What follows belongs to an exercise in optimizing a design on an open flow for small area, a short achievable clock period and few clock cycles per item; a production flow would make more cautious choices. RTL that was checked went through simulation tests only; none was proved equivalent to the original. Function not checked in run 4: the RTL went through the layout flow alone.

--- flow/design.v ---
module skive_enc (
    input  wire        clk,
    input  wire        rst,           
    input  wire        in_valid,
    output reg         in_ready,
    input  wire [31:0] in_data,       
    input  wire [1:0]  in_fmt,        
    input  wire        in_last,       
    output reg         out_valid,
    input  wire        out_ready,
    output reg  [7:0]  out_mant,      
    output reg  [15:0] out_hdr,       
    output reg         out_last,      
    output reg         out_err        
);
    localparam [1:0] FMT_B8 = 2'd0, FMT_B6 = 2'd1;
    localparam integer EW = 24;       
    localparam integer RD = 65;       
    localparam integer RW = RD - 1;   
    localparam integer RL = RD + 1;   
    reg  [EW*RL-1:0] ring;
    wire [EW-1:0]    head = ring[EW-1:0];           
    wire [EW-1:0]    wpos = ring[EW*RW +: EW];      
    reg  [6:0]  wdel;         
    reg  [6:0]  rdel;         
    reg  [6:0]  cnt;          
    reg  [5:0]  wcnt;         
    reg  [1:0]  wfmt;
    reg         wpad;         
    reg         wpok;         
    wire        wr_el   = in_valid && in_ready;
    wire        wr      = wpok || wr_el;
    wire [1:0]  wfmt_n  = (wcnt == 6'd0) ? in_fmt : wfmt;
    wire        wend    = (wcnt == ((wfmt_n == FMT_B8) ? 6'd31 : 6'd63));    
    wire [7:0]  in_e  = in_data[30:23];
    wire [5:0]  in_ec = (in_e == 8'hFF) ? 6'd63 : (in_e > 8'd149) ? 6'd53 :
                        (in_e > 8'd101) ? {~in_e[5], in_e[4:0]} :
                        (in_e == 8'd0) ? 6'd0 : 6'd5;
    wire [EW-1:0] in_ent = {in_data[31], in_ec, in_data[22:7], |in_data[6:0]};
    wire [EW-1:0] wdata  = wpad ? {EW{1'b0}} : in_ent;
    reg         nw, nfirst, nlast;
    reg  [1:0]  nfmt;
    reg  [15:0] hkey;         
    reg         hnan;
    wire [5:0]  a_c  = wpos[22:17];
    wire [15:0] a_f  = wpos[16:1];
    wire        a_nan = (a_c == 6'd63) && (wpos[16:0] != 17'd0);
    wire [5:0]  s_tb = a_c - 6'd6 + ((a_f[15:9] == 7'h7F) ? 6'd1 : 6'd0);
    wire [5:0]  b8_tb = (a_c < 6'd15) ? 6'd9 : (a_c > 6'd45) ? 6'd40 :
                        (s_tb > 6'd40) ? 6'd40 : s_tb;
    wire        a_b6  = (nfmt == FMT_B6);
    wire [17:0] a_sig = {1'b1, wpos[16:0]};
    wire        big31 = (a_sig[17:13] == 5'b11111);
    wire        big7  = (a_sig[17:15] == 3'b111);
    wire        a_big = a_b6 ? big31 : big7;
    wire [4:0]  r31_0 = big31 ? {1'b0, a_sig[17:14]} : a_sig[17:13];
    wire [10:0] x31   = big31 ? a_sig[13:3] : a_sig[12:2];
    wire        l31   = big31 ? |a_sig[2:0] : |a_sig[1:0];
    wire [2:0]  r7_0  = big7 ? {1'b0, a_sig[17:16]} : a_sig[17:15];
    wire [10:0] x7    = big7 ? a_sig[15:5] : a_sig[14:4];
    wire        l7    = big7 ? |a_sig[4:0] : |a_sig[3:0];
    reg  [10:0] m31, m7;
    reg  [4:0]  r31;
    reg  [2:0]  r7;
    reg  [5:0]  v31;
    reg  [3:0]  v7;
    integer ai;
    always @* begin
        r31 = r31_0;
        r7  = r7_0;
        for (ai = 10; ai >= 0; ai = ai - 1) begin
            v31 = {r31, x31[ai]};
            m31[ai] = v31[5] || (&v31[4:0]);
            r31 = v31[4:0] ^ ({&v31[3:0], &v31[2:0], &v31[1:0], v31[0], 1'b1} & {5{m31[ai]}});
            v7 = {r7, x7[ai]};
            m7[ai] = v7[3] || (&v7[2:0]);
            r7 = v7[2:0] ^ ({&v7[1:0], v7[0], 1'b1} & {3{m7[ai]}});
        end
    end
    wire [10:0] a_m  = a_b6 ? m31 : m7;
    wire        a_st = a_b6 ? (l31 || r31 != 5'd0) : (l7 || r7 != 3'd0);
    wire signed [9:0] d_exp = $signed({4'd0, a_c}) - 10'sd21 + (a_b6 ? 10'sd0 : 10'sd2)
                            + (a_big ? 10'sd1 : 10'sd0);
    wire [9:0]  d_sr  = 10'd1 - d_exp;
    wire [3:0]  d_sh  = d_exp[9] ? ((d_sr > 10'd11) ? 4'd11 : d_sr[3:0]) :
                        (d_exp == 10'sd0) ? 4'd1 : 4'd0;    
    wire [11:0] d_one = 12'd1 << d_sh;
    wire [11:0] d_mt  = {1'b0, a_m} & ~(d_one - 12'd1);      
    wire        d_inc = a_st || ({1'b0, a_m} != d_mt);
    wire [11:0] d_mi  = d_mt + (d_inc ? d_one : 12'd0);      
    wire        d_cy  = d_mi[11];
    wire [5:0]  d_tb  = d_exp[5:0] + 6'd16 + {5'd0, d_cy};
    reg  [15:0] sc_key;
    always @* begin
        if (a_c == 6'd0)
            sc_key = (wpos[16:0] == 17'd0) ? 16'd0 : {6'd7, 10'd0};      
        else if (a_c == 6'd63 || d_exp > 10'sd30 || (d_exp == 10'sd30 && d_cy))
            sc_key = {6'd46, 10'h3FF};                                   
        else if (d_sh == 4'd11)
            sc_key = {6'd7, 10'd0};                                      
        else
            sc_key = {d_tb, d_cy ? 10'd0 : d_mi[9:0]};
    end
    wire [15:0] e_key  = a_nan ? 16'd0 : (nfmt == FMT_B8) ? {b8_tb, 10'd0} : sc_key;
    wire [15:0] hbase  = nfirst ? 16'd0 : hkey;
    wire [15:0] hkey_n = (e_key > hbase) ? e_key : hbase;
    wire        hnan_n = (!nfirst && hnan) || a_nan;
    reg  [18:0] q0, q1;       
    reg  [1:0]  qn;
    wire        hpush = nw && nlast;
    wire [18:0] hq    = {hkey_n, nfmt, hnan_n};
    reg  [5:0]  rj;           
    reg  [1:0]  cfmt;
    reg         cnan;
    reg  [5:0]  ctb;
    reg  [9:0]  cdsig;
    reg         rdok;         
    wire        bfirst = (rj == 6'd0);
    wire [1:0]  b_fmt  = bfirst ? q0[2:1]   : cfmt;
    wire        b_nan  = bfirst ? q0[0]     : cnan;
    wire [5:0]  b_tb   = bfirst ? q0[18:13] : ctb;
    wire [10:0] dsig   = {1'b1, bfirst ? q0[12:3] : cdsig};
    wire        b_end  = (rj == ((b_fmt == FMT_B8) ? 6'd31 : 6'd63));
    wire [5:0]  q_tb   = q0[18:13];
    wire [7:0]  q_s    = {2'b00, q_tb} - 8'd25;
    wire [5:0]  q_dsh  = 6'd17 - q_tb;                       
    wire [10:0] q_sub  = {1'b1, q0[12:3]} >> q_dsh[3:0];
    wire [5:0]  q_ef   = q_tb - 6'd16;
    wire [15:0] q_hdr  = (q0[2:1] == FMT_B8) ? {8'h00, q_s} :
                         (q_tb == 6'd0)      ? 16'h0000 :
                         (q_tb > 6'd16)      ? {1'b0, q_ef[4:0], q0[12:3]} :
                                               {6'd0, q_sub[9:0]};
    wire [15:0] b_hdr  = bfirst ? q_hdr : out_hdr;
    wire        silent = !bfirst && cnan;
    wire        rd     = rdok && (silent || !out_valid || out_ready);
    wire        x_s = head[23];
    wire [5:0]  x_c = head[22:17];
    wire [16:0] x_v = {1'b1, head[16:1]};
    wire        x_t = head[0];
    wire        is_b8 = (b_fmt == FMT_B8);
    wire [6:0]  qlim  = is_b8 ? 7'd127 : (b_fmt == FMT_B6) ? 7'd31 : 7'd7;
    wire signed [7:0] tt = $signed({2'b00, x_c}) - $signed({2'b00, b_tb});
    reg  [6:0]  dq;
    reg  [11:0] dr;
    reg  [12:0] dd;
    integer yi;
    always @* begin
        dr = {2'b00, x_v[16:7]};
        for (yi = 6; yi >= 0; yi = yi - 1) begin
            dr = {dr[10:0], x_v[yi]};
            dd = {1'b0, dr} - {2'b00, dsig};
            dq[yi] = !dd[12];
            if (!dd[12]) dr = dd[11:0];
        end
    end
    wire [7:0]  y8   = {dq, is_b8 & dr[9]};
    wire        yrz  = (dr[8:0] != 9'd0) || (!is_b8 && dr[11:9] != 3'd0);
    wire [2:0]  zsh  = 3'd6 - tt[2:0];            
    wire [7:0]  zf   = y8 >> zsh;
    wire        zlost = (y8 & ~(8'hFF << zsh)) != 8'd0;
    wire        zst  = zlost || yrz || x_t;
    wire [6:0]  m0   = zf[7:1];
    wire        up   = zf[0] & (zst | m0[0]);
    wire        zero = (x_c == 6'd0) || (tt <= -8'sd2);
    wire        sat  = (x_c == 6'd63) || (tt >= 8'sd7) || (m0 > qlim) || (m0 == qlim && up);
    wire [7:0]  mrs  = ({1'b0, m0} ^ {8{x_s}}) + {7'd0, x_s ^ up};
    wire [7:0]  qls  = x_s ? (8'd0 - {1'b0, qlim}) : {1'b0, qlim};
    wire [7:0]  mant = zero ? 8'd0 : sat ? qls : mrs;
    reg         pop;          
    wire [6:0]  cnt_up = cnt + 7'd1;
    wire [6:0]  cnt_dn = cnt - 7'd1;
    wire [6:0]  cnt_n  = (wr == rd) ? cnt : wr ? cnt_up : cnt_dn;
    wire [6:0]  wdel_d = (wdel == 7'd0) ? (RL[6:0] - 7'd1) : (wdel - 7'd1);
    wire [6:0]  rdel_d = (rdel == 7'd0) ? (RL[6:0] - 7'd1) : (rdel - 7'd1);
    wire [6:0]  wdel_n = (cnt == 7'd0) ? 7'd0 : (wr ? wdel : wdel_d);
    wire [6:0]  rdel_n = (cnt == 7'd0) ? (wr ? RD[6:0] - 7'd1 : RD[6:0]) : (rd ? rdel : rdel_d);
    wire        wpad_n = wr ? (!wend && (wpad || (wr_el && in_last))) : wpad;
    wire        waln_n = (wr || cnt == 7'd0 || wdel == 7'd1) &&
                         !(!rd && (cnt == RL[6:0] || (wr && cnt == RL[6:0] - 7'd1)));
    wire        cnz_n  = wr ? 1'b1 : (cnt > 7'd1 || (cnt == 7'd1 && !rd));
    wire        raln_n = (cnt != 7'd0) && (rd || rdel == 7'd1);
    wire        rjz_n  = rd ? b_end : bfirst;
    wire        qnz_n  = hpush || qn == 2'd2 || (qn == 2'd1 && !pop);
    always @(posedge clk) begin
        ring <= {head, ring[EW*RL-1:EW]};
        if (in_ready || wpok)
            ring[EW*RW +: EW] <= wdata;
    end
    always @(posedge clk) begin
        if (nw) begin
            hkey <= hkey_n;
            hnan <= hnan_n;
        end
        if (in_ready || wpok) begin
            wfmt   <= wfmt_n;
            nfirst <= (wcnt == 6'd0);
            nlast  <= wend;
            nfmt   <= wfmt_n;
        end
        if (bfirst) begin
            cfmt  <= q0[2:1];
            cnan  <= q0[0];
            ctb   <= q0[18:13];
            cdsig <= q0[12:3];
        end
        if (pop ? (qn == 2'd2) : (hpush && qn != 2'd0))
            q1 <= hq;
        if (pop ? (qn == 2'd2 || hpush) : (hpush && qn == 2'd0))
            q0 <= (pop && qn == 2'd2) ? q1 : hq;
        if (rd && !silent) begin
            out_mant <= b_nan ? 8'd0 : mant;
            out_hdr  <= b_nan ? 16'd0 : b_hdr;
            out_last <= b_nan || b_end;
            out_err  <= b_nan;
        end
    end
    always @(posedge clk) begin
        if (rst) begin
            wdel      <= 7'd0;
            rdel      <= RD[6:0];
            cnt       <= 7'd0;
            wcnt      <= 6'd0;
            wpad      <= 1'b0;
            wpok      <= 1'b0;
            in_ready  <= 1'b1;
            nw        <= 1'b0;
            qn        <= 2'd0;
            pop       <= 1'b0;
            rj        <= 6'd0;
            rdok      <= 1'b0;
            out_valid <= 1'b0;
        end else begin
            cnt  <= cnt_n;
            wdel <= wdel_n;
            rdel <= rdel_n;
            wpad <= wpad_n;
            in_ready <= waln_n && !wpad_n;
            wpok     <= waln_n && wpad_n;
            nw <= wr;
            if (wr)
                wcnt <= wend ? 6'd0 : wcnt + 6'd1;
            qn <= qn + {1'b0, hpush} - {1'b0, pop};
            pop <= rd && bfirst;
            if (rd)
                rj <= b_end ? 6'd0 : rj + 6'd1;
            rdok <= raln_n && cnz_n && (!rjz_n || qnz_n);
            if (rd && !silent)
                out_valid <= 1'b1;
            else if (out_ready)
                out_valid <= 1'b0;
        end
    end
endmodule
--- flow/flow/run.sh ---
#!/bin/bash
# The standard layout, with the port buffers made of sky130_fd_sc_hd__buf_2
# instead of the delay buffers buffer_ports picks by default, and clock tree
# synthesis without dummy loads. The full output of the flow goes to
# standard.log in the work folder; ORFS's own per-step logs are under
# orfs/logs/.
set -euo pipefail
bash standard.sh 'BUFFER_PORTS_ARGS=-buffer_cell sky130_fd_sc_hd__buf_2' \
  'CTS_ARGS=-sink_clustering_enable -repair_clock_nets -sink_clustering_size 16 -sink_clustering_max_diameter 50 -buf_list sky130_fd_sc_hd__clkbuf_8 -dont_use_dummy_load' \
  finish > standard.log 2>&1
--- flow/standard.sh ---
#!/bin/bash
# synth_recipe.tcl (not shown) runs the flow's synth.tcl, then flattens the netlist and writes it again
# the make line also repeats each setting of config.mk as NAME=value (left out here)
make -C /OpenROAD-flow-scripts/flow DESIGN_CONFIG=/design/flow/config.mk WORK_HOME=/design/flow/orfs CLKGATE_MAP_FILE= SYNTH_SCRIPT=/design/flow/synth_recipe.tcl "${@:-finish}"
--- flow/config.mk ---
export PLATFORM = sky130hd
export DESIGN_NAME = skive_enc
export DESIGN_NICKNAME = skive_enc
export VERILOG_FILES = /design/flow/design.v
export SDC_FILE = /design/flow/constraint.sdc
export NUM_CORES = 4
export LEC_CHECK = 0
export ABC_AREA = 1
export CAP_MARGIN = 20
export CORE_MARGIN = 2
export CORE_UTILIZATION = 40
export CTS_BUF_LIST = sky130_fd_sc_hd__clkbuf_8
export CTS_CLUSTER_DIAMETER = 50
export CTS_CLUSTER_SIZE = 16
export SLEW_MARGIN = 20
--- flow/constraint.sdc ---
create_clock -name core_clock -period 110.0 [get_ports {clk}]
set_input_delay 22.0000 -clock core_clock [delete_from_list [all_inputs] [get_ports {clk}]]
set_output_delay 22.0000 -clock core_clock [all_outputs]
set_load 0.01 [all_outputs]
==> results.txt, run 1 <==
maxcap violations=0; total grt overflow=0; Setup WS post-layout=about 87 ns; number of synthesized flops with an enable pin=84; Final Hold Fails=0; placed wire-length estimate=50.2 mm; CTS H-tree lvls=4; routed vias/inst=4.40; Post-synth ARST share=0; Min Clock Period, post-route=roughly 23 ns; crit-path max FO=1; core area=118,000 sq um; WP buf/inv=1; sequential fraction of the synthesis area=0.749; CTS buffer count=147; relative slew slack=0.368; RSZ-0062 raised after global routing=no; outcome=finished clean; Avg Cell Area, Syn=12.3 sq um; kind of critical path=flip-flop to output pin; Setup crit start kind=flip-flop; hold_buf cts=0; CP top delay family=flip-flops; vias in the first global route=23.6k; clk_skew=about 0.091 ns; final wirelength=73.3 mm; fin. max-slew vios=0; #FFs+latches synth=1,729; Synth cell types=68; setup_tns=0 ns; Post-CTS Resized=0; # DRC=0; crit-path max cell delay=around 0.38 ns; initial antenna violation count=9; Main synth FF type=dfxtp_1; share of layout cells above drive strength 1=0.0862; die area=121,000 sq um; Slew @ Worst Pin=between 0.9 and 1 ns; antenna viol nets, final=0; Max Used Layer=met4; Final Wtd Congestion=approximately 0.84; Post-CTS Setup Inserts=0; Longest Clk Path Bufs=3; die height=approximately 350 microns; Peak Freq=42.9 MHz; via count=between 20k and 25k; largest net degree at the start of global routing=30; WP data required=88.00 ns; Initial Util=0.402; met2 WL post-DR=30.3 mm; first-pass GRT wire length=120 mm; crit path cell chain=buf_2; post-synth top area share=0.696; die width=~350 microns; cell taking the most area after synthesis=dfxtp_1; Worst-path clk slew=about 0.080 ns; Layout area overhead=8.99%; worst-skew pair later-pin latency=0.82 ns; Hold Crit Class=flip-flop to flip-flop; Synth Cell Area=47,300 sq um; Reg2Reg Launch Point=rj[0]$_SDFFE_PP0P_; initial drt markers=1,080; Syn Inst Count=3,842; CP Capture Type=output pin; Setup WS pre-CTS=about 86 ns; most common cell in the netlist=dfxtp_1; num rows=126; Met3 Routed Length=3.25 mm; WP data arrival=roughly 1.3 ns; synth warn=1; Worst Setup SP=out_hdr[2]$_SDFFCE_PP0P_; CTS tree=built; Port Buffers=between 60 and 70; routed metal-1 wirelength=37.7 mm; WL/cell=13.2 microns; hold_sp=ring[919]$_DFF_P_; overall track demand over capacity in global routing=0.124; Final Cycle Share=0.212; nets=4,242; Synth area leaders=dfxtp_1 70%, edfxtp_1 5.3%, ha_1 4.4%, nand2_1 3.9%, inv_1 2.7%; IO Pins=67; synth cell count leaders=1,645 x dfxtp_1, 495 x nand2_1, 338 x inv_1; clock sink count=roughly 1.7k; CTS root buf=clkbuf_8; number of fill cells=10.8k; DRT Pass-1 Iters=5; final setup fails=0; Slowest-stage cell, CP=edfxtp_1
## cells by family after synthesis
| group | Yosys count | share of synthesized area |
|---|---|---|
| xor+xnor | 126 | 0.0233 |
| buf+inv | 397 | 0.0318 |
| fa+ha+maj | 175 | 0.0478 |
| simple gates | 905 | 0.0843 |
| mux | 3 | 0.000661 |
| other cells | 2 | 0.000159 |
| flops | 1729 | 0.749 |
| compound gates | 505 | 0.0631 |
## final timing paths
path	slack (ns)	depth (start not counted)	endpoint
max	86.68	1	out_hdr[2]
min	0.23	0	ring[895]$_DFF_P_
max reg2reg	89.25	111	out_mant[7]$_SDFFCE_PP0P_
min reg2reg	0.23	0	ring[895]$_DFF_P_
## state kept, by name (all words and copies together), names as in the netlist, 2 cells and up
signal / cells
rj: 6
ring: 1584
wcnt: 6
wdel: 7
q0: 19
ctb: 6
nfmt: 2
cfmt: 2
out_mant: 8
qn: 2
cnt: 7
out_hdr: 15
q1: 19
cdsig: 10
hkey: 16
rdel: 7
## layer usage
metal / GRT usage / vias up
met3: 0.0264 / 168
met1: 0.175 / 11300
li1: - / 12700
met5: 0 / -
met4: 0.0495 / 0
met2: 0.184 / 415
## through the flow
stage / hold WS, ns / cell area, sq um / utilization / instances
floorplan: 0.310 / 47400 / - / 3843
global placement: 0.310 / 49600 / 0.421 / 5415
detailed placement: 0.312 / 49600 / 0.421 / 5415
CTS: 0.224 / 51600 / 0.438 / 5562
global route: 0.231 / 51600 / 0.438 / 5565
finish: 0.233 / 51600 / 0.438 / 5568
## placed cells by master (no fill, tap or decap), drive strengths merged, types with 55 or more instances in the layout
cell    netlist  routed
nand2       532     532
a21oi       130     130
xnor2        55      55
xor2         71      71
ha          165     165
o21ai       239     239
clkbuf       37     147
dfxtp      1645    1645
inv         348     348
nor2        158     158
edfxtp       84      84
buf           9      82
nand3       101     101
## layout make-up
class | instances | area [sq um] | area share
flip-flops and latches | 1729 | 35500 | 0.687
multi-input cells | 1717 | 10400 | 0.202
diodes | 6 | 15.0 | 0.000291
inverters | 351 | 1320 | 0.0256
clock buffers | 147 | 2020 | 0.0392
repair buffers | 82 | 453 | 0.00878
well taps | 1536 | 1920 | 0.0372
Testbench counts, summed over its fixed seeds: cycles 170,928, items 3,200.
==> run 2: changes to the inputs <==
--- a/flow/config.mk
+++ b/flow/config.mk
@@ -10,3 +10,3 @@
 export CORE_MARGIN = 2
-export CORE_UTILIZATION = 40
+export CORE_UTILIZATION = 55
 export CTS_BUF_LIST = sky130_fd_sc_hd__clkbuf_8
==> run 2 against run 1 <==
Critical path depth unchanged. Wire length fell by 2.2%. Fmax about the same. Non-clock buffer count unchanged. Setup slack got worse by 0.00080 ns. Critical path type unchanged. Still clean on timing, DRC and antenna. Count of clock-buffer cells in the layout is 8 lower.
==> results.txt, run 2 <==
outcome=finished clean; kind of critical path=flip-flop to output pin; crit path cell chain=buf_2; overall track demand over capacity in global routing=0.166 (+0.0426); crit-path max cell delay=0.40 ns (+0.02 ns); Main synth FF type=dfxtp_1; via count=24.2k (-1.4%); Slowest-stage cell, CP=edfxtp_1; die width=297 microns (-15%); core area=85,300 sq um (-28%); hold slack=0.261 ns (+0.0273 ns); relative slew slack=0.343 (-0.0256); Syn Inst Count=3,842 (unchanged); nets=4,234 (-0.19%); antenna viol nets, final=0 (unchanged); worst-skew pair later-pin latency=0.82 ns (about the same); initial drt markers=1,178 (+9.1%); first-pass GRT wire length=118 mm (-2.1%); largest registers=ring: 1584 flops, q0: 19 flops, q1: 19 flops; Slew @ Worst Pin=0.973 ns (+0.0274 ns); Hold Crit Class=flip-flop to flip-flop; Synth area leaders=dfxtp_1 70%, edfxtp_1 5.3%, ha_1 4.4%, nand2_1 3.9%, inv_1 2.7%; Peak Freq=42.9 MHz (about the same); DRT Pass-1 Iters=5 (unchanged); Final Wtd Congestion=0.855 (+1.9%); CTS H-tree lvls=4 (unchanged); final wirelength=71.7 mm (-2.2%); routed vias/inst=4.68 (+6.4%); IO Pins=67 (unchanged); vias in the first global route=23.1k (-2.2%); Worst-path clk slew=0.09 ns (about the same); largest net degree at the start of global routing=30 (unchanged); Layout area overhead=7.68%; Initial Util=0.555 (+0.153); cell taking the most area after synthesis=dfxtp_1; CTS tree=built; clk_skew=0.0909 ns (+0.000202 ns); clock sink count=1,729 (unchanged); initial antenna violation count=9 (unchanged); Avg Cell Area, Syn=12.3 sq um (unchanged); # DRC=0 (unchanged); Synth cell types=68 (unchanged); most common cell after layout, fill and taps aside=dfxtp_1; Min Clock Period, post-route=23.32 ns (+0.000800 ns); max reg flops=1,584 (unchanged); post-synth top area share=0.696 (unchanged); fin. max-slew vios=0 (unchanged); share of layout cells above drive strength 1=0.0841 (-0.00207); Setup crit start kind=flip-flop; synth cell count leaders=1,645 x dfxtp_1, 495 x nand2_1, 338 x inv_1; CP Capture Type=output pin; hold_buf cts=0 (unchanged); setup_tns=0 ns (unchanged); WL/cell=13.9 microns (+5.4%); WP buf/inv=1 (unchanged); crit-path max FO=1 (unchanged); #FFs+latches synth=1,729 (unchanged); most common cell in the netlist=dfxtp_1; synth warn=1 (unchanged); Longest Clk Path Bufs=3 (unchanged); CTS root buf=clkbuf_8; total grt overflow=0 (unchanged); number of synthesized flops with an enable pin=84 (unchanged); sequential fraction of the synthesis area=0.749 (unchanged); most frequent cells in the layout=1,645 x dfxtp_1, 495 x nand2_1, 338 x inv_1, 189 x o21ai_0, 165 x ha_1; CP top delay family=flip-flops; num rows=107 (-15%); Port Buffers=65 (unchanged); die area=88,500 sq um (-27%); Post-CTS Resized=0 (unchanged); die height=297 microns (-15%); WP data arrival=1.32 ns (about the same); Post-CTS Setup Inserts=0 (unchanged); Post-synth ARST share=0 (unchanged); CTS buffer count=139 (-5.4%); final setup fails=0 (unchanged); maxcap violations=0 (unchanged); Final Cycle Share=0.212 (about the same); Final Hold Fails=0 (unchanged); WP data required=88.00 ns (about the same); most flop-heavy register=ring; placed wire-length estimate=49.3 mm (-1.8%); RSZ-0062 raised after global routing=no; Synth Cell Area=47,300 sq um (unchanged)
## run 2: cell count changes in the layout (fill, tap and decap cells not counted), sizes merged
cell / change
diode: -4
clkbuf: -8
## run 2: layout make-up
cell class              count  area [sq um]
fillers                  6985         34300
repair buffers             82           453
clock buffers             139          1910
diodes                      2          5.00
multi-input cells        1717         10400
flip-flops and latches   1729         35500
inverters                 351          1320
well taps                1144          1430
## run 2: layer usage
layer / up-vias / global-route usage / share of wire
met2: 398 / 0.239 / 0.40
met1: 11000 / 0.247 / 0.52
met5: - / 0 / 0
met3: 133 / 0.0361 / 0.047
met4: 0 / 0.0589 / 0.024
li1: 12600 / - / -
## run 2: cell families (layout without fill, tap and decap cells)
group | Yosys count | count (layout) | synth area share
AOI/OAI and AO/OA | 505 | 505 | 0.0631
buffers and inverters | 397 | 572 | 0.0318
other | 2 | 5 | 0.000159
DFF | 1729 | 1729 | 0.749
muxes | 3 | 3 | 0.000661
adders and majority gates | 175 | 175 | 0.0478
xor gates and xnor gates | 126 | 126 | 0.0233
and+or+nand+nor | 905 | 905 | 0.0843
## run 2: worst paths after layout
kind,start,endpoint,slack (ns),cells past startpoint
worst max-delay path,out_hdr[10]$_SDFFCE_PP0P_,out_hdr[10],86.68,1
worst min-delay path,ring[465]$_DFF_P_,ring[441]$_DFF_P_,0.26,0
worst max register to register,rj[0]$_SDFFE_PP0P_,out_mant[6]$_SDFFCE_PP0P_,88.99,110
worst min register to register,ring[465]$_DFF_P_,ring[441]$_DFF_P_,0.26,0
## run 2: metrics by stage
step	util	instance area, sq um	worst slack, ns	std cells
finish	0.598	51000	86.68	5164
global route	0.598	51000	86.31	5163
CTS	0.598	51000	86.57	5162
detailed placement	0.575	49100	86.01	5023
global placement	0.575	49100	85.66	5023
floorplan	-	47400	86.45	3843
==> run 3: changes to the inputs <==
--- a/flow/config.mk
+++ b/flow/config.mk
@@ -10,3 +10,3 @@
 export CORE_MARGIN = 2
-export CORE_UTILIZATION = 55
+export CORE_UTILIZATION = 70
 export CTS_BUF_LIST = sky130_fd_sc_hd__clkbuf_8
@@ -14,2 +14,3 @@
 export CTS_CLUSTER_SIZE = 16
+export PLACE_DENSITY = 0.8
 export SLEW_MARGIN = 20
==> run 3 against run 2 <==
Still clean on timing, DRC and antenna. Global-route usage rose by 6.4 points. First-iteration DRC count rose by 46%. Sequential cell count did not move. Count of clock-buffer cells in the layout fell by 2. Hold slack got worse by 0.0067 ns. Critical path type unchanged. Highest routed layer unchanged.
==> results.txt, run 3 <==
Final Wtd Congestion=0.929 (+8.7%); antenna viol nets, final=0 (unchanged); cell taking the most area after synthesis=dfxtp_1; Worst-path clk slew=0.08 ns (about the same); most common cell in the netlist=dfxtp_1; Longest Clk Path Bufs=3 (unchanged); share of layout cells above drive strength 1=0.0830 (-0.00114); Layout area overhead=6.88%; Synth area leaders=dfxtp_1 70%, edfxtp_1 5.3%, ha_1 4.4%, nand2_1 3.9%, inv_1 2.7%; Reg2Reg Launch Point=rj[0]$_SDFFE_PP0P_; Post-synth ARST share=0 (unchanged); max reg flops=1,584 (unchanged); CP Capture Type=output pin; initial drt markers=1,719 (+46%); outcome=finished clean; Post-CTS Setup Inserts=0 (unchanged); Synth Cell Area=47,300 sq um (unchanged); Slew @ Worst Pin=1.06 ns (+0.0897 ns); synth cell count leaders=1,645 x dfxtp_1, 495 x nand2_1, 338 x inv_1; overall track demand over capacity in global routing=0.230 (+0.0641); Hold Crit Class=flip-flop to flip-flop; initial antenna violation count=4 (-5); WP buf/inv=1 (unchanged); DRT Pass-1 Iters=7 (+2); final setup fails=0 (unchanged); final instance area=50,600 sq um (-0.75%); largest net degree at the start of global routing=30 (unchanged); WP data required=88.00 ns (about the same); Main synth FF type=dfxtp_1; num rows=95 (-11%); CTS tree=built; nets=4,229 (-0.12%); sequential fraction of the synthesis area=0.749 (unchanged); Area after DPL=48,700 sq um (-0.71%); hold_sp=ring[69]$_DFF_P_; worst-skew pair later-pin latency=0.77 ns (-0.05 ns); Avg Cell Area, Syn=12.3 sq um (unchanged); clock sink count=1,729 (unchanged); placed wire-length estimate=51.7 mm (+4.9%); CTS H-tree lvls=4 (unchanged); setup_tns=0 ns (unchanged); CTS buffer count=137 (-1.4%); vias in the first global route=24.9k (+7.9%); Final Cycle Share=0.212 (+0.000259); Synth cell types=68 (unchanged); most frequent cells in the layout=1,645 x dfxtp_1, 495 x nand2_1, 338 x inv_1, 189 x o21ai_0, 165 x ha_1; Setup crit start kind=flip-flop; die area=69,700 sq um (-21%); crit-path max cell delay=0.42 ns (+0.02 ns); crit-path max FO=1 (unchanged); # DRC=0 (unchanged); synth warn=1 (unchanged); most flop-heavy register=ring; register-to-register setup slack=88.89 ns (-0.10 ns); reg2reg path depth=113 (+2.7%); Port Buffers=65 (unchanged); clk_skew=0.0901 ns (-0.000778 ns); hold_buf cts=0 (unchanged); Syn Inst Count=3,842 (unchanged); Slowest-stage cell, CP=edfxtp_1; most common cell after layout, fill and taps aside=dfxtp_1; total grt overflow=0 (unchanged); Min Clock Period, post-route=23.35 ns (+0.0285 ns); final wirelength=77.8 mm (+8.6%); die height=264 microns (-11%); first-pass GRT wire length=127 mm (+8.0%); number of synthesized flops with an enable pin=84 (unchanged); Endpoint, Worst Hold=ring[45]$_DFF_P_; die width=264 microns (-11%); Hold Path Depth=0 (unchanged); crit path cell chain=buf_2; Final Hold Fails=0 (unchanged); largest registers=ring: 1584 flops, q0: 19 flops, q1: 19 flops; kind of critical path=flip-flop to output pin; fin. max-slew vios=0 (unchanged); RSZ-0062 raised after global routing=no; #FFs+latches synth=1,729 (unchanged); CTS root buf=clkbuf_8; hold slack=0.254 ns (-0.00668 ns); Post-CTS Resized=0 (unchanged); WP data arrival=1.35 ns (+0.03 ns); routed vias/inst=5.11 (+9.0%); Initial Util=0.706 (+0.151); maxcap violations=0 (unchanged); relative slew slack=0.290 (-0.0533); core area=67,000 sq um (-21%); IO Pins=67 (unchanged); worst flop-to-flop path endpoint=out_mant[6]$_SDFFCE_PP0P_; CP top delay family=flip-flops; WL/cell=15.9 microns (+15%); post-synth top area share=0.696 (unchanged); via count=25.0k (+3.2%); Peak Freq=42.8 MHz (-0.12%)
-- run 3: cell count changes in the layout (fill, tap and decap cells not counted) --
cell and change:
buf_4 -3, nor3_4 +1, nor2_2 -1, nor3_2 -1
clkbuf_8 -2, diode_2 -1, nor2_4 +1
-- run 3: metal layers --
metal / part of all wire / GRT usage
met1: 0.47 / 0.318
met2: 0.46 / 0.374
met3: 0.046 / 0.0407
met4: 0.023 / 0.0717
met5: 0 / 0
-- run 3: how the worst max path moves through the flow --
stage / from / to / slack (ns) / cells past startpoint
after detailed placement: out_ready / out_hdr[9]$_SDFFCE_PP0P_ / 86.06 / 6
after global placement: out_ready / out_hdr[3]$_SDFFCE_PP0P_ / 85.77 / 6
final: out_hdr[10]$_SDFFCE_PP0P_ / out_hdr[10] / 86.65 / 1
after floorplan: out_ready / out_hdr[0]$_SDFFCE_PP0P_ / 86.45 / 6
after global routing: out_hdr[10]$_SDFFCE_PP0P_ / out_hdr[10] / 86.58 / 1
after CTS: out_hdr[10]$_SDFFCE_PP0P_ / out_hdr[10] / 86.58 / 1
-- run 3: final cells by class --
class / count / area, sq um
inverters: 351 / 1320
repair buffers: 79 / 430
diodes: 1 / 2.50
flip-flops and latches: 1729 / 35500
well taps: 873 / 1090
clock buffers: 137 / 1890
fillers: 4222 / 16400
multi-input cells: 1717 / 10400
-- run 3: cell families (layout without fill, tap and decap cells) --
group,after synthesis,in the layout,synth area share
flops,1729,1729,0.749
simple gates,905,905,0.0843
compound gates,505,505,0.0631
buf+inv,397,567,0.0318
fa+ha+maj,175,175,0.0478
xor+xnor,126,126,0.0233
mux,3,3,0.000661
other cells,2,4,0.000159
-- run 3: stage by stage --
step | instances | utilization | worst slack, ns
4_1_cts | 4886 | 0.755 | 86.58
2_1_floorplan | 3843 | - | 86.45
6_report | 4887 | 0.755 | 86.65
3_5_place_dp | 4749 | 0.727 | 86.06
3_3_place_gp | 4749 | 0.727 | 85.77
5_1_grt | 4887 | 0.755 | 86.58
==> run 4: changes to the inputs <==
--- a/flow/design.v
+++ b/flow/design.v
@@ -37,3 +37,3 @@
                         (in_e > 8'd101) ? {~in_e[5], in_e[4:0]} :
-                        (in_e == 8'd0) ? 6'd0 : 6'd5;
+                        (in_e == 8'd0 && in_data[22:0] == 23'd0) ? 6'd0 : 6'd5;
     wire [EW-1:0] in_ent = {in_data[31], in_ec, in_data[22:7], |in_data[6:0]};
@@ -95,3 +95,3 @@
         if (a_c == 6'd0)
-            sc_key = (wpos[16:0] == 17'd0) ? 16'd0 : {6'd7, 10'd0};      
+            sc_key = 16'd0;                                              
         else if (a_c == 6'd63 || d_exp > 10'sd30 || (d_exp == 10'sd30 && d_cy))
@@ -193,3 +193,3 @@
         end
-        if (in_ready || wpok) begin
+        if (wr) begin
             wfmt   <= wfmt_n;
--- a/flow/config.mk
+++ b/flow/config.mk
@@ -10,3 +10,3 @@
 export CORE_MARGIN = 2
-export CORE_UTILIZATION = 70
+export CORE_UTILIZATION = 40
 export CTS_BUF_LIST = sky130_fd_sc_hd__clkbuf_8
@@ -14,3 +14,2 @@
 export CTS_CLUSTER_SIZE = 16
-export PLACE_DENSITY = 0.8
 export SLEW_MARGIN = 20
==> run 4 against run 3 <==
First-iteration DRC count shrank 22%. Global-route usage shrank 11 points. Hold slack gained 0.014 ns. Sequential share of layout area shrank 1.4 points. Final area grew 2.1%. Largest cell class unchanged. Non-clock buffer count grew 6. Count of clock-buffer cells in the layout grew 2. Still clean. Via count shrank 0.42%.
==> results.txt, run 4 <==
Synth Cell Area=47,500 sq um (+0.35%); crit-path max FO=2 (+1); Setup crit start kind=input pin; die area=122,000 sq um (+74%); hold slack=0.268 ns (+0.0144 ns); initial antenna violation count=6 (+2); Final Wtd Congestion=0.849 (-8.7%); Main synth FF type=dfxtp_1; worst-skew pair later-pin latency=0.82 ns (+0.05 ns); most common cell after layout, fill and taps aside=dfxtp_1; num rows=126 (+33%); placed wire-length estimate=50.9 mm (-1.5%); Synth cell types=65 (-4.4%); most frequent cells in the layout=1,645 x dfxtp_1, 515 x nand2_1, 374 x inv_1, 195 x o21ai_0, 165 x ha_1; first-pass GRT wire length=119 mm (-5.9%); antenna viol nets, final=0 (unchanged); Layout Utilization=0.438 (-0.317); Synth area leaders=dfxtp_1 69%, edfxtp_1 5.3%, ha_1 4.3%, nand2_1 4.1%, inv_1 3.0%; Area after DPL=49,700 sq um (+2.0%); setup_tns=0 ns (unchanged); sequential fraction of the synthesis area=0.746 (-0.00258); Worst-path clk slew=0.09 ns (about the same); WP data arrival=24.59 ns (+23.24 ns); number of synthesized flops with an enable pin=84 (unchanged); Syn Inst Count=3,909 (+1.7%); initial drt markers=1,338 (-22%); WL/cell=13.0 microns (-18%); routed vias/inst=4.42 (-13%); die height=349 microns (+32%); via count=24.9k (-0.42%); Post-CTS Resized=0 (unchanged); CTS H-tree lvls=4 (unchanged); Initial Util=0.403 (-0.303); Slew @ Worst Pin=1.05 ns (-0.0148 ns); clk_skew=0.125 ns (+0.0351 ns); outcome=finished clean; maxcap violations=0 (unchanged); final setup fails=0 (unchanged); Peak Freq=41.7 MHz (-2.7%); Final Cycle Share=0.218 (+0.00581); final wirelength=73.2 mm (-6.0%); final instance area=51,600 sq um (+2.1%); post-synth top area share=0.693 (-0.00240); Longest Clk Path Bufs=3 (unchanged); total grt overflow=0 (unchanged); synth warn=1 (unchanged); kind of critical path=input pin to flip-flop; overall track demand over capacity in global routing=0.122 (-0.108); CTS buffer count=139 (+1.5%); most common cell in the netlist=dfxtp_1; FF/Latch Area=35,500 sq um (unchanged); most flop-heavy register=ring; fin. max-slew vios=0 (unchanged); Setup WS pre-CTS=85.31 ns (-0.746 ns); CP Capture Type=flip-flop; CTS root buf=clkbuf_8; hold_buf cts=0 (unchanged); max reg flops=1,584 (unchanged); Setup WS post-layout=86.01 ns (-0.639 ns); number of fill cells=10.8k (+160%); Port Buffers=65 (unchanged); die width=349 microns (+32%); Avg Cell Area, Syn=12.2 sq um (-1.4%); largest registers=ring: 1584 flops, q0: 19 flops, q1: 19 flops; Multi-input gate area=10,400 sq um (-0.24%); # DRC=0 (unchanged); clock sink count=1,729 (unchanged); #FFs+latches synth=1,729 (unchanged); IO Pins=67 (unchanged); synth cell count leaders=1,645 x dfxtp_1, 515 x nand2_1, 374 x inv_1; relative slew slack=0.299 (+0.00987); Final Hold Fails=0 (unchanged); largest net degree at the start of global routing=36 (+20%); share of layout cells above drive strength 1=0.0786 (-0.00440); Hold Crit Class=flip-flop to flip-flop; Min Clock Period, post-route=23.99 ns (+0.639 ns); WP data required=110.60 ns (+22.60 ns); cell taking the most area after synthesis=dfxtp_1; Layout area overhead=8.70%; DRT Pass-1 Iters=5 (-2); vias in the first global route=23.7k (-4.7%); Post-CTS Setup Inserts=0 (unchanged); RSZ-0062 raised after global routing=no; core area=118,000 sq um (+76%); CTS tree=built; nets=4,301 (+1.7%); Post-synth ARST share=0 (unchanged)
run 4: cell types whose count changed after synthesis, sizes merged, moves of 14 or more:
cell,delta
nand2,+17
a22o,-19
o22ai,+14
nand3,+17
inv,+39
run 4: area by class of cell:
| class | instances | share of cell area |
|---|---|---|
| diodes | 4 | 0.000194 |
| repair buffers | 85 | 0.00921 |
| well taps | 1536 | 0.0372 |
| flip-flops and latches | 1729 | 0.686 |
| inverters | 394 | 0.0286 |
| clock buffers | 139 | 0.0370 |
| multi-input cells | 1738 | 0.201 |
run 4: routing by layer:
| metal | part of all wire | GRT usage | vias up |
|---|---|---|---|
| li1 | - | - | 12800 |
| met4 | 0.028 | 0.0452 | 2 |
| met1 | 0.53 | 0.178 | 11400 |
| met2 | 0.39 | 0.177 | 462 |
| met3 | 0.051 | 0.0266 | 148 |
| met5 | 0.00018 | 0 | - |
run 4: critical path, stage by stage:
cell,delay [ns]
buf_2,0.11
nor4_2,0.44
buf_4,0.27
nand4_1,0.61
nor4_2,0.37
buf_4,0.27
nand4_1,0.11
nand3_1,0.10
nand2_1,0.07
a21oi_1,0.12
o22ai_1,0.08
run 4: path summary, 6_finish.rpt:
path,start,to,slack [ns],depth (start not counted)
max reg2reg,rj[0]$_SDFFE_PP0P_,out_mant[6]$_SDFFCE_PP0P_,89.29,114
min,ring[89]$_DFF_P_,ring[65]$_DFF_P_,0.27,0
max,in_data[11],ring[1555]$_DFF_P_,86.01,11
min reg2reg,ring[89]$_DFF_P_,ring[65]$_DFF_P_,0.27,0
run 4: logic make-up (layout without fill, tap and decap cells):
logic type,count (synthesis),in the layout,synth area share
xor gates and xnor gates,126,126,0.0232
buffers and inverters,443,618,0.0357
other,2,7,0.000158
and+or+nand+nor,933,933,0.0865
muxes,1,1,0.000211
adders and majority gates,175,175,0.0477
DFF,1729,1729,0.746
AOI/OAI and AO/OA,500,500,0.0603
run 4: stage by stage:
step	std cells
finish	5625
global route	5622
CTS	5621
detailed placement	5482
global placement	5482
floorplan	3910
==> run 5: changes to the inputs <==
--- a/flow/design.v
+++ b/flow/design.v
@@ -37,3 +37,3 @@
                         (in_e > 8'd101) ? {~in_e[5], in_e[4:0]} :
-                        (in_e == 8'd0 && in_data[22:0] == 23'd0) ? 6'd0 : 6'd5;
+                        (in_e == 8'd0) ? 6'd0 : 6'd5;
     wire [EW-1:0] in_ent = {in_data[31], in_ec, in_data[22:7], |in_data[6:0]};
@@ -95,3 +95,3 @@
         if (a_c == 6'd0)
-            sc_key = 16'd0;                                              
+            sc_key = (wpos[16:0] == 17'd0) ? 16'd0 : {6'd7, 10'd0};      
         else if (a_c == 6'd63 || d_exp > 10'sd30 || (d_exp == 10'sd30 && d_cy))
@@ -193,3 +193,3 @@
         end
-        if (wr) begin
+        if (in_ready || wpok) begin
             wfmt   <= wfmt_n;
--- a/flow/flow/run.sh
+++ b/flow/flow/run.sh
@@ -8,3 +8,3 @@
 bash standard.sh 'BUFFER_PORTS_ARGS=-buffer_cell sky130_fd_sc_hd__buf_2' \
-  'CTS_ARGS=-sink_clustering_enable -repair_clock_nets -sink_clustering_size 16 -sink_clustering_max_diameter 50 -buf_list sky130_fd_sc_hd__clkbuf_8 -dont_use_dummy_load' \
+  'CTS_ARGS=-sink_clustering_enable -repair_clock_nets -sink_clustering_size 20 -sink_clustering_max_diameter 40 -buf_list sky130_fd_sc_hd__clkbuf_8 -dont_use_dummy_load' \
   finish > standard.log 2>&1
--- a/flow/config.mk
+++ b/flow/config.mk
@@ -10,6 +10,6 @@
 export CORE_MARGIN = 2
-export CORE_UTILIZATION = 40
+export CORE_UTILIZATION = 55
 export CTS_BUF_LIST = sky130_fd_sc_hd__clkbuf_8
-export CTS_CLUSTER_DIAMETER = 50
-export CTS_CLUSTER_SIZE = 16
+export CTS_CLUSTER_DIAMETER = 40
+export CTS_CLUSTER_SIZE = 20
 export SLEW_MARGIN = 20
==> run 5 against run 4 <==
Synthesized area decreased by 0.34%. Hold slack got worse by 0.012 ns. Clock skew decreased by 0.050 ns. Sequential share of layout area increased by 0.65 points. Cell count decreased by 7.9%. Critical path type is now flip-flop to output pin.
==> results.txt, run 5 <==
clk_skew=0.0750 ns (-0.0502 ns); num rows=107 (-15%); initial drt markers=1,166 (-13%); die area=88,500 sq um (-27%); most common cell in the netlist=dfxtp_1; Post-synth ARST share=0 (unchanged); Peak Freq=42.9 MHz (+2.9%); vias in the first global route=23.1k (-2.6%); Final Hold Fails=0 (unchanged); post-synth top area share=0.696 (+0.00240); most frequent cells in the layout=1,645 x dfxtp_1, 495 x nand2_1, 338 x inv_1, 189 x o21ai_0, 165 x ha_1; largest net degree at the start of global routing=30 (-17%); largest registers=ring: 1584 flops, q0: 19 flops, q1: 19 flops; fin. max-slew vios=0 (unchanged); Syn Inst Count=3,842 (-1.7%); Synth Cell Area=47,300 sq um (-0.34%); CTS buffer count=151 (+8.6%); Setup crit start kind=flip-flop; worst-skew pair later-pin latency=0.79 ns (-0.03 ns); cell taking the most area after synthesis=dfxtp_1; Post-CTS Resized=0 (unchanged); antenna viol nets, final=0 (unchanged); WP buf/inv=1 (-2); final wirelength=71.4 mm (-2.4%); via count=24.2k (-2.5%); Initial Util=0.555 (+0.152); Avg Cell Area, Syn=12.3 sq um (+1.4%); Area after DPL=49,100 sq um (-1.3%); hold slack=0.256 ns (-0.0124 ns); synth cell count leaders=1,645 x dfxtp_1, 495 x nand2_1, 338 x inv_1; Min Clock Period, post-route=23.30 ns (-0.681 ns); most common cell after layout, fill and taps aside=dfxtp_1; number of synthesized flops with an enable pin=84 (unchanged); met1 Track Usage GR=0.246 (+0.0676); max reg flops=1,584 (unchanged); setup_tns=0 ns (unchanged); crit-path max FO=1 (-1); die height=297 microns (-15%); GR Util met3=0.0357 (+0.00910); kind of critical path=flip-flop to output pin; Worst-path clk slew=0.10 ns (about the same); RSZ-0062 raised after global routing=no; final setup fails=0 (unchanged); maxcap violations=0 (unchanged); Inst Count DP=5,023 (-8.4%); Slew @ Worst Pin=0.963 ns (-0.0856 ns); final instance area=51,200 sq um (-0.94%); relative slew slack=0.350 (+0.0506); Port Buffers=65 (unchanged); most flop-heavy register=ring; nets=4,246 (-1.3%); WP data arrival=1.30 ns (-23.29 ns); met2 usage=0.238 (+0.0614); Setup WS post-layout=86.70 ns (+0.681 ns); clock sink count=1,729 (unchanged); #FFs+latches synth=1,729 (unchanged); crit-path max cell delay=0.40 ns (-0.21 ns); first-pass GRT wire length=117 mm (-1.8%); WP data required=88.00 ns (-22.60 ns); Final Cycle Share=0.212 (-0.00619); sequential fraction of the synthesis area=0.749 (+0.00258); Post-Layout Cell Count=5,181 (-7.9%); CP top delay family=flip-flops; Main synth FF type=dfxtp_1; Layout area overhead=8.05%; Slowest-stage cell, CP=edfxtp_1; total grt overflow=0 (unchanged); CP Capture Type=output pin; share of layout cells above drive strength 1=0.0868 (+0.00827); WL/cell=13.8 microns (+5.9%); initial antenna violation count=9 (+3); placed wire-length estimate=49.3 mm (-3.2%); overall track demand over capacity in global routing=0.166 (+0.0437); Final Wtd Congestion=0.855 (+0.75%); CTS tree=built; hold_buf cts=0 (unchanged); DRT Pass-1 Iters=5 (unchanged); CTS root buf=clkbuf_8; IO Pins=67 (unchanged); die width=297 microns (-15%); core area=85,300 sq um (-28%); Post-CTS Setup Inserts=0 (unchanged); Synth area leaders=dfxtp_1 70%, edfxtp_1 5.3%, ha_1 4.4%, nand2_1 3.9%, inv_1 2.7%; number of fill cells=7,005 (-35%); # DRC=0 (unchanged); Hold Crit Class=flip-flop to flip-flop; Setup WS pre-CTS=86.01 ns (+0.698 ns); crit path cell chain=buf_2; routed vias/inst=4.68 (+5.9%); busiest grt layer=met1; synth warn=1 (unchanged); Synth cell types=68 (+4.6%); CTS H-tree lvls=4 (unchanged); Longest Clk Path Bufs=3 (unchanged); outcome=finished clean
## run 5: changes by cell type in the layout (fill, tap and decap cells not counted), moves of 7 or more
cell,previous run,this run
inv_1,374,338
clkbuf_8,139,151
a21oi_1,137,128
or2_2,18,28
nand4_1,27,20
nand3_1,109,93
a22o_1,0,19
o22ai_1,18,4
o21ai_2,10,17
nand2_1,515,495
## run 5: logic make-up after synthesis
logic type      share of synthesized area
compound gates                     0.0631
xor+xnor                           0.0233
fa+ha+maj                          0.0478
buf+inv                            0.0318
flops                               0.749
mux                              0.000661
other cells                      0.000159
simple gates                       0.0843
## run 5: layout make-up
type / count / area [sq um] / area share
multi-input combinational: 1717 / 10400 / 0.203
tap: 1144 / 1430 / 0.0280
inverter: 351 / 1320 / 0.0258
sequential: 1729 / 35500 / 0.693
antenna: 7 / 17.5 / 0.000342
timing repair buffer: 82 / 453 / 0.00885
clock buffer: 151 / 2080 / 0.0406
## run 5: path summary, 6_finish.rpt
check / to / startpoint / cells past startpoint / slack (ns)
min: ring[44]$_DFF_P_ / ring[68]$_DFF_P_ / 0 / 0.26
min reg2reg: ring[44]$_DFF_P_ / ring[68]$_DFF_P_ / 0 / 0.26
max reg2reg: out_mant[6]$_SDFFCE_PP0P_ / rj[0]$_SDFFE_PP0P_ / 110 / 89.00
max: out_hdr[10] / out_hdr[10]$_SDFFCE_PP0P_ / 1 / 86.70
## run 5: metrics by stage
stage           util
2_1_floorplan      -
3_3_place_gp   0.575
3_5_place_dp   0.575
4_1_cts        0.600
5_1_grt        0.600
6_report       0.600
## run 5: routing by layer
| layer | routed length (microns) | up-vias |
|---|---|---|
| met5 | 0 | - |
| met4 | 1940 | 0 |
| met3 | 3190 | 143 |
| met2 | 28700 | 388 |
| met1 | 37500 | 11000 |
| li1 | - | 12700 |
Testbench counts of run 5, summed over its fixed seeds: cycles 170,928, items 3,200.
==> run 6: changes to the inputs <==
--- a/flow/design.v
+++ b/flow/design.v
@@ -11,3 +11,3 @@
     output reg  [7:0]  out_mant,      
-    output reg  [15:0] out_hdr,       
+    output wire [15:0] out_hdr,       
     output reg         out_last,      
@@ -107,9 +107,8 @@
     wire        hnan_n = (!nfirst && hnan) || a_nan;
-    reg  [18:0] q0, q1;       
+    reg  [17:0] q0, q1;       
     reg  [1:0]  qn;
     wire        hpush = nw && nlast;
-    wire [18:0] hq    = {hkey_n, nfmt, hnan_n};
+    wire [17:0] hq    = {hnan_n ? 6'h3F : hkey_n[15:10], hkey_n[9:0], nfmt};
     reg  [5:0]  rj;           
     reg  [1:0]  cfmt;
-    reg         cnan;
     reg  [5:0]  ctb;
@@ -118,18 +117,20 @@
     wire        bfirst = (rj == 6'd0);
-    wire [1:0]  b_fmt  = bfirst ? q0[2:1]   : cfmt;
-    wire        b_nan  = bfirst ? q0[0]     : cnan;
-    wire [5:0]  b_tb   = bfirst ? q0[18:13] : ctb;
-    wire [10:0] dsig   = {1'b1, bfirst ? q0[12:3] : cdsig};
+    wire [1:0]  b_fmt  = bfirst ? q0[1:0]   : cfmt;
+    wire [5:0]  b_tb   = bfirst ? q0[17:12] : ctb;
+    wire        b_nan  = (b_tb == 6'h3F);
+    wire [10:0] dsig   = {1'b1, bfirst ? q0[11:2] : cdsig};
     wire        b_end  = (rj == ((b_fmt == FMT_B8) ? 6'd31 : 6'd63));
-    wire [5:0]  q_tb   = q0[18:13];
+    wire [5:0]  q_tb   = q0[17:12];
     wire [7:0]  q_s    = {2'b00, q_tb} - 8'd25;
     wire [5:0]  q_dsh  = 6'd17 - q_tb;                       
-    wire [10:0] q_sub  = {1'b1, q0[12:3]} >> q_dsh[3:0];
+    wire [10:0] q_sub  = {1'b1, q0[11:2]} >> q_dsh[3:0];
     wire [5:0]  q_ef   = q_tb - 6'd16;
-    wire [15:0] q_hdr  = (q0[2:1] == FMT_B8) ? {8'h00, q_s} :
+    wire [15:0] q_hdr  = (q0[1:0] == FMT_B8) ? {8'h00, q_s} :
                          (q_tb == 6'd0)      ? 16'h0000 :
-                         (q_tb > 6'd16)      ? {1'b0, q_ef[4:0], q0[12:3]} :
+                         (q_tb > 6'd16)      ? {1'b0, q_ef[4:0], q0[11:2]} :
                                                {6'd0, q_sub[9:0]};
+    reg  [14:0] hdr_r;        
+    assign out_hdr = {1'b0, hdr_r};
     wire [15:0] b_hdr  = bfirst ? q_hdr : out_hdr;
-    wire        silent = !bfirst && cnan;
+    wire        silent = !bfirst && (ctb == 6'h3F);
     wire        rd     = rdok && (silent || !out_valid || out_ready);
@@ -200,6 +201,5 @@
         if (bfirst) begin
-            cfmt  <= q0[2:1];
-            cnan  <= q0[0];
-            ctb   <= q0[18:13];
-            cdsig <= q0[12:3];
+            cfmt  <= q0[1:0];
+            ctb   <= q0[17:12];
+            cdsig <= q0[11:2];
         end
@@ -211,3 +211,3 @@
             out_mant <= b_nan ? 8'd0 : mant;
-            out_hdr  <= b_nan ? 16'd0 : b_hdr;
+            hdr_r    <= b_nan ? 15'd0 : b_hdr[14:0];
             out_last <= b_nan || b_end;
--- a/flow/flow/run.sh
+++ b/flow/flow/run.sh
@@ -8,3 +8,3 @@
 bash standard.sh 'BUFFER_PORTS_ARGS=-buffer_cell sky130_fd_sc_hd__buf_2' \
-  'CTS_ARGS=-sink_clustering_enable -repair_clock_nets -sink_clustering_size 20 -sink_clustering_max_diameter 40 -buf_list sky130_fd_sc_hd__clkbuf_8 -dont_use_dummy_load' \
+  'CTS_ARGS=-sink_clustering_enable -repair_clock_nets -sink_clustering_size 12 -sink_clustering_max_diameter 40 -buf_list "sky130_fd_sc_hd__clkbuf_4 sky130_fd_sc_hd__clkbuf_8" -dont_use_dummy_load' \
   finish > standard.log 2>&1
--- a/flow/config.mk
+++ b/flow/config.mk
@@ -11,5 +11,5 @@
 export CORE_UTILIZATION = 55
-export CTS_BUF_LIST = sky130_fd_sc_hd__clkbuf_8
+export CTS_BUF_LIST = sky130_fd_sc_hd__clkbuf_4 sky130_fd_sc_hd__clkbuf_8
 export CTS_CLUSTER_DIAMETER = 40
-export CTS_CLUSTER_SIZE = 20
+export CTS_CLUSTER_SIZE = 12
 export SLEW_MARGIN = 20
==> run 6 against run 5 <==
The flow now stops in 4_1_cts. Synthesized area down 0.11%. Synthesized cell count rose by 0.49%.
==> results.txt, run 6 <==
Initial Util=0.556 (about the same); Log Error=[ERROR STA-0564] clock_tree_synthesis positional arguments not supported.; cell taking the most area after synthesis=dfxtp_1; synth warn=1 (unchanged); #FFs+latches synth=1,726 (-0.17%); Synth cell types=70 (+2.9%); synth cell count leaders=1,644 x dfxtp_1, 500 x nand2_1, 336 x inv_1; Port Buffers=65 (unchanged); IO Pins=67 (unchanged); Avg Cell Area, Syn=12.3 sq um (-0.60%); die width=297 microns (about the same); num rows=107 (unchanged); Exit stage=4_1_cts; Synth area leaders=dfxtp_1 70%, edfxtp_1 5.2%, ha_1 4.4%, nand2_1 4.0%, inv_1 2.7%; Syn Inst Count=3,861 (+0.49%); placed wire-length estimate=48.7 mm (-1.2%); number of synthesized flops with an enable pin=82 (-2.4%); outcome=did not finish; post-synth top area share=0.696 (about the same); most common cell in the netlist=dfxtp_1; Final Wtd Congestion=0.876 (+2.4%); Post-synth ARST share=0 (unchanged); die height=297 microns (about the same); sequential fraction of the synthesis area=0.748 (-0.000901); Main synth FF type=dfxtp_1; Synth Cell Area=47,300 sq um (-0.11%)
[run 6: changes by cell type after synthesis, sizes merged, moves of 4 or more]
cell    change
a21oi      +12
inv         +5
nand3       +9
nand4       +6
nor2        +4
o211ai      -6
o21ai       -4
o31ai       +8
xnor2       -5
[run 6: worst max path at each step]
stage | start | cells past startpoint | to | slack, ns
floorplan | in_valid | 9 | wdel[5]$_SDFFE_PP0P_ | 86.73
global placement | out_ready | 11 | cnt[6]$_SDFFE_PP0P_ | 86.11
detailed placement | out_ready | 11 | cnt[6]$_SDFFE_PP0P_ | 86.06
[run 6: cells by family after synthesis]
kind of cell	after synthesis	share of synthesized area
flip-flops	1726	0.748
adder cells (fa/ha/maj)	175	0.0479
buffers and inverters	406	0.0327
AND/OR/NAND/NOR	920	0.0852
AO/OA/AOI/OAI	506	0.0627
multiplexers	4	0.000873
other	2	0.000159
XOR/XNOR	122	0.0226
[run 6: metrics by stage]
| stage | std cells | worst slack, ns | hold slack [ns] | utilization | instance area (sq um) |
|---|---|---|---|---|---|
| 2_1_floorplan | 3862 | 86.73 | 0.310 | - | 47300 |
| 3_3_place_gp | 5041 | 86.11 | 0.310 | 0.575 | 49000 |
| 3_5_place_dp | 5041 | 86.06 | 0.312 | 0.575 | 49000 |
Testbench counts of run 6, summed over its fixed seeds: cycles 170,928, items 3,200.
==> run 7: changes to the inputs <==
--- a/flow/flow/run.sh
+++ b/flow/flow/run.sh
@@ -8,3 +8,3 @@
 bash standard.sh 'BUFFER_PORTS_ARGS=-buffer_cell sky130_fd_sc_hd__buf_2' \
-  'CTS_ARGS=-sink_clustering_enable -repair_clock_nets -sink_clustering_size 12 -sink_clustering_max_diameter 40 -buf_list "sky130_fd_sc_hd__clkbuf_4 sky130_fd_sc_hd__clkbuf_8" -dont_use_dummy_load' \
+  'CTS_ARGS=-sink_clustering_enable -repair_clock_nets -sink_clustering_size 12 -sink_clustering_max_diameter 40 -buf_list {sky130_fd_sc_hd__clkbuf_4 sky130_fd_sc_hd__clkbuf_8} -dont_use_dummy_load' \
   finish > standard.log 2>&1
==> run 7 against run 6 <==
The run now finishes clean. Synthesized area unchanged. Synthesized cell count unchanged.
==> results.txt, run 7 <==
Final Cycle Share=0.212; Syn Inst Count=3,861 (unchanged); crit-path max cell delay=0.38 ns; DRT Pass-1 Iters=5; WP data required=88.00 ns; worst-skew pair later-pin latency=0.82 ns; via count=24.6k; Setup crit start kind=flip-flop; Avg Cell Area, Syn=12.3 sq um (unchanged); overall track demand over capacity in global routing=0.166; Port Buffers=65 (unchanged); most common cell after layout, fill and taps aside=dfxtp_1; initial antenna violation count=4; most flop-heavy register=ring; multiplexer share of the synthesized area=0.000873 (unchanged); CP Capture Point=out_hdr[1]; post-synth top area share=0.696 (unchanged); first-pass GRT wire length=118 mm; Slew @ Worst Pin=0.963 ns; Hold Crit Class=flip-flop to flip-flop; clk_skew=0.0836 ns; Longest Clk Path Bufs=3; crit path cell chain=buf_2; WP depth=1; CP Capture Type=output pin; main combinational cell family by area after synthesis=simple AND/OR/NAND/NOR gates; Min Clock Period, post-route=about 23 ns; Adder-Cell Fraction of Synth Area=0.0479 (unchanged); Reg2Reg Launch Point=rj[0]$_SDFFE_PP0P_; # DRC=0; worst flop-to-flop path endpoint=out_mant[4]$_SDFFCE_PP0P_; most frequent cells in the layout=1,644 x dfxtp_1, 500 x nand2_1, 336 x inv_1, 201 x o21ai_0, 177 x clkbuf_8; Post-synth ARST share=0 (unchanged); max reg flops=1,584; CTS H-tree lvls=4; antenna viol nets, final=0; RSZ-0062 raised after global routing=no; cell taking the most area after synthesis=dfxtp_1; final wirelength=71.3 mm; placed wire-length estimate=48.7 mm (unchanged); kind of critical path=flip-flop to output pin; CTS tree=built; CTS buffer count=177; setup_tns=0 ns; synth warn=1 (unchanged); share of layout cells above drive strength 1=0.0906; Slowest-stage cell, CP=edfxtp_1; Area after DPL=49,000 sq um (unchanged); most common cell in the netlist=dfxtp_1; IO Pins=67 (unchanged); total grt overflow=0; Setup WS post-layout=86.71 ns; Worst-path clk slew=0.07 ns; Synth Cell Area=47,300 sq um (unchanged); die width=297 microns (unchanged); final instance area=51,400 sq um; Synth cell types=70 (unchanged); CTS root buf=clkbuf_8; number of synthesized flops with an enable pin=82 (unchanged); outcome=finished clean; core area=85,100 sq um; Worst Setup SP=hdr_r[1]$_SDFFCE_PP0P_; crit-path max FO=1; maxcap violations=0; number of fill cells=between 6k and 7k; Synth area leaders=dfxtp_1 70%, edfxtp_1 5.2%, ha_1 4.4%, nand2_1 4.0%, inv_1 2.7%; WL/cell=13.7 microns; die area=88,400 sq um; synth cell count leaders=1,644 x dfxtp_1, 500 x nand2_1, 336 x inv_1; #FFs+latches synth=1,726 (unchanged); WP buf/inv=1; reg2reg path depth=118; Layout area overhead=8.77%; Main synth FF type=dfxtp_1; nets=4,290; Setup WS pre-CTS=86.06 ns (unchanged); WP data arrival=approximately 1.3 ns; Final Hold Fails=0; die height=297 microns (unchanged); CP top delay family=flip-flops; register-to-register setup slack=between 80 and 90 ns; largest registers=ring: 1584 flops, q0: 18 flops, q1: 18 flops; Post-CTS Setup Inserts=0; final setup fails=0; sequential fraction of the synthesis area=0.748 (unchanged); clock sink count=1,726; routed vias/inst=4.72; initial drt markers=1,279; fin. max-slew vios=0; Final Wtd Congestion=0.876 (unchanged); largest net degree at the start of global routing=29; simple-gate share of the synthesized area=0.0852 (unchanged); num rows=107 (unchanged); Synth Area in Compound Gates=0.0627 (unchanged); Post-Synth XOR/XNOR Area=0.0226 (unchanged); relative slew slack=0.357; vias in the first global route=23.6k; hold_buf cts=0; Peak Freq=approximately 43 MHz; Post-CTS Resized=0; Initial Util=0.556 (unchanged)
==> run 7: how the worst min path moves through the flow <==
| stage | from | to | slack, ns | depth (start not counted) |
|---|---|---|---|---|
| floorplan | ring[24]$_DFF_P_ | ring[0]$_DFF_P_ | 0.31 | 0 |
| global placement | ring[104]$_DFF_P_ | ring[80]$_DFF_P_ | 0.31 | 0 |
| detailed placement | ring[1268]$_DFF_P_ | ring[1244]$_DFF_P_ | 0.31 | 0 |
| CTS | ring[1501]$_DFF_P_ | ring[1477]$_DFF_P_ | 0.27 | 0 |
| global route | ring[220]$_DFF_P_ | ring[196]$_DFF_P_ | 0.28 | 0 |
| finish | ring[1501]$_DFF_P_ | ring[1477]$_DFF_P_ | 0.28 | 0 |
==> run 7: per-layer routing <==
| metal | vias to the layer above | GRT usage | wire length, microns |
|---|---|---|---|
| met5 | - | 0 | 0 |
| met4 | 0 | 0.0641 | 1970 |
| met3 | 145 | 0.0405 | 3910 |
| met2 | 463 | 0.236 | 28500 |
| met1 | 11200 | 0.243 | 36900 |
| li1 | 12800 | - | - |
==> run 7: logic make-up (layout without fill, tap and decap cells) <==
logic type	Yosys count	count (layout)
DFF	1726	1726
and+or+nand+nor	920	920
AOI/OAI and AO/OA	506	506
buffers and inverters	406	618
adders and majority gates	175	175
xor gates and xnor gates	122	122
muxes	4	4
other	2	6
==> run 7: cell type report <==
cell class / count / area [sq um] / area share
inverter: 359 / 1350 / 0.0262
timing repair buffer: 82 / 453 / 0.00880
multi-input combinational: 1730 / 10400 / 0.202
tap: 1144 / 1430 / 0.0278
sequential: 1726 / 35400 / 0.688
antenna: 3 / 7.51 / 0.000146
clock buffer: 177 / 2440 / 0.0474
==> run 7: through the flow <==
stage               hold slack, ns  std cells  utilization
finish                       0.281       5221        0.604
global placement             0.310       5041        0.575
CTS                          0.268       5218        0.604
detailed placement           0.312       5041        0.575
floorplan                    0.310       3862            -
global route                 0.281       5220        0.604

port drivers added, routing unchanged:
Ports are ideal in the flow. The routed layouts listed here were re-timed in OpenROAD.
Step 1 assumes that a clkbuf_16 drives the clock port and a buf_2 every other input.
Step 2, shift: input delay + t, output delay - t, t = (earliest + latest rising clock arrival at the registers) / 2. This alone moves slack from input paths to output paths.
a / b / c = ideal ports / drivers / drivers and shift; a / b = the first two.
run | t, ns | setup slack, ns | worst setup path after step 2 | worst register clock-pin slew, ns | worst slew at a driven data input, ns
run 1 | 0.835 | 86.683 / 86.618 / 86.067 | input to register | 0.10 / 0.10 | 0.03
run 2 | 0.817 | 86.682 / 86.622 / 86.008 | input to register | 0.09 / 0.09 | 0.18
run 3 | 0.806 | 86.654 / 86.592 / 86.074 | input to register | 0.10 / 0.10 | 0.17
run 4 | 0.821 | 86.014 / 86.057 / 85.237 | input to register | 0.10 / 0.10 | 0.03
run 5 | 0.827 | 86.696 / 86.628 / 86.023 | input to register | 0.11 / 0.11 | 0.19
run 7 | 0.838 | 86.706 / 86.645 / 86.023 | input to register | 0.08 / 0.08 | 0.10
After both steps every run listed still meets setup and hold. For run 4, which loses most, drivers alone change the setup slack by +0.043 ns; drivers and shift together by -0.777 ns.
